From an optimization exercise on the open Yosys and OpenROAD flow, aimed at small area, a short achievable clock period and few clock cycles per item; shortcuts taken in it are not production practice.
Function was checked by simulation only, so behaviour that the tests miss may differ from the original.
Power figures rest on the tool's default switching activity, not on a simulated workload.

==> build 77 <==
==> flow/design.v (excerpt) <==
module maccol (
    input  wire         clk,
    input  wire         rst,           
    input  wire         in_valid,
    output wire         in_ready,
    input  wire         int4,
    input  wire [255:0] a,
    input  wire [255:0] b,
    input  wire [31:0]  acc_in,
    output reg          out_valid,
    output reg  [31:0]  acc_out,
    output reg          acc_sat
);
  assign in_ready = 1'b1;
  reg [255:0] ra, rb;
  reg [31:0]  racc;
  reg         rm;
  always @(posedge clk) begin
    ra <= a; rb <= b; racc <= acc_in; rm <= int4;
  end
  reg v0, v1, v2;
  always @(posedge clk) begin
    if (rst) begin v0 <= 1'b0; v1 <= 1'b0; v2 <= 1'b0; out_valid <= 1'b0; end
    else begin v0 <= in_valid; v1 <= v0; v2 <= v1; out_valid <= v2; end
  end
  reg q1_5860;
  reg q1_5861;
  reg q1_5862;
  reg q1_5863;
  reg q1_5864;
  reg q1_5865;
  reg q1_5866;
  reg q1_5867;
  reg q1_5868;
  reg q1_5869;
  reg q1_5870;
  reg q1_5871;
  reg q1_5872;
  reg q1_5873;
  reg q1_5874;
  reg q1_5875;
  reg q1_5876;
  reg q1_5877;
  reg q1_5878;
  reg q1_5879;
  reg q1_5880;
  reg q1_5881;
  reg q1_5882;
  reg q1_5883;
  reg q1_5884;
  reg q1_5885;
  reg q1_5886;
  reg q1_5887;
  reg q1_5888;
  reg q1_5889;
  reg q1_5890;
  reg q1_5891;
  reg q1_5892;
  reg q1_5893;
  reg q1_5894;
  reg q1_5895;
  reg q1_5896;
  reg q1_5897;
  reg q1_5898;
  reg q1_5899;
  reg q1_5900;
  reg q1_5901;
  reg q1_5902;
  reg q1_5903;
  reg q1_5904;
  reg q1_5905;
  reg q1_5906;
  reg q1_5907;
  reg q1_5908;
  ...
clock: 20.0 ns
lec_check: 0
cap_margin: 20
core_margin: 2
core_utilization: 65
slew_margin: 60
synth_hierarchical: 1
standard.sh (not shown) runs the stock make flow with config.mk's settings and CLKGATE_MAP_FILE= SYNTH_SCRIPT=/design/flow/synth_recipe.tcl, a recipe that flattens the netlist after the stock synthesis.
==> flow/flow/run.sh <==
#!/bin/bash
# The standard layout, with the port buffers made from the smallest plain
# buffer (every input and output port still gets its own buffer).
set -euo pipefail
export BUFFER_PORTS_ARGS="-buffer_cell sky130_fd_sc_hd__buf_1"
bash standard.sh > orfs_make.log 2>&1
==> trial 14 (differences from build 77) <==
==> flow/flow/run.sh (replaced) <==
#!/bin/bash
# The standard layout, with two changes to how it is made:
#  - the port buffers are the smallest plain buffer (every input and output
#    port still gets its own buffer);
#  - the clock tree is built from clkbuf_8 cells, without dummy loads.
set -euo pipefail
export BUFFER_PORTS_ARGS="-buffer_cell sky130_fd_sc_hd__buf_1"
export CTS_ARGS="-sink_clustering_enable -repair_clock_nets -dont_use_dummy_load -buf_list sky130_fd_sc_hd__clkbuf_8"
bash standard.sh > orfs_make.log 2>&1
==> comparison table <==
M3 GR Usage: build 77 43.1%; trial 14 43.7%
Power spent charging and discharging nets: build 77 9.25 mW; trial 14 9.04 mW
Global-route wire length before repair: build 77 467000 um; trial 14 465000 um
Detailed-route vias per instance: build 77 7.16; trial 14 7.15
Number of clock buffers inserted by TritonCTS: build 77 86; trial 14 136
Outcome: build 77 timing/DRC/antenna clean; trial 14 timing/DRC/antenna clean
Sum of routed wire segments on met1: build 77 98500 um; trial 14 97900 um
Clock Skew: build 77 0.0438 ns; trial 14 0.0982 ns
End of the worst hold path: build 77 q1_5910$_DFF_P_; trial 14 rm1_6050$_DFF_P_
Crit-path slowest cell: build 77 fa_1; trial 14 dfxtp_1
Vias in the first global route: build 77 56400; trial 14 56000
Global routing met2 resource utilization: build 77 84.7%; trial 14 83.8%
Met2 routed WL: build 77 134000 um; trial 14 132000 um
Share of the final layout cell area in sequential cells: build 77 21.9%; trial 14 22.2%
Worst Tran Pin Value: build 77 0.863 ns; trial 14 0.723 ns
Clock transition time at the flip-flop clock pins of the worst setup and hold paths: build 77 0.07 ns; trial 14 0.06 ns
Achievable Freq: build 77 0.191 GHz; trial 14 0.186 GHz
Worst vdd rail ir drop: build 77 0.402 mV; trial 14 0.395 mV
Worst Hold Margin: build 77 0.322 ns; trial 14 0.308 ns
Critical path class: build 77 reg -> reg; trial 14 reg -> out
Fraction of area in multi-input gates: build 77 68.1%; trial 14 69.3%
Layout clock area frac: build 77 4.14%; trial 14 2.52%
Portion of total power attributed to the clock network: build 77 9.9%; trial 14 7.3%
Comb group: build 77 13.6 mW; trial 14 13.5 mW
GRT met1 Usage: build 77 69.4%; trial 14 69.5%
Max Fanout on Critical Path: build 77 8; trial 14 1
Testbench counts of build 77, summed over its fixed seeds: cycles 32,032, items 32,000.
Testbench counts of trial 14, summed over its fixed seeds: cycles 32,032, items 32,000.

[afterwards: timing with drivers on the ports]
In the flow no input, the clock included, has a driving cell. The finished layouts below were timed again as built, in two steps.
Step 1: set_driving_cell puts a clkbuf_16 on clk and a buf_2 on each other input, an assumption about the parent block.
Step 2, shift: input delay + t, output delay - t, t = (earliest + latest rising clock arrival at the registers) / 2. This alone moves slack from input paths to output paths.
a / b / c = ideal ports / drivers / drivers and shift; a / b = the first two.
run	t, ns	setup slack, ns	latest minus earliest clock arrival (ns)
build 77	0.831	14.755 / 14.679 / 14.755	0.048 / 0.048
trial 14	0.945	14.611 / 14.524 / 14.743	0.099 / 0.098
After both steps setup and hold are still met in every run listed.
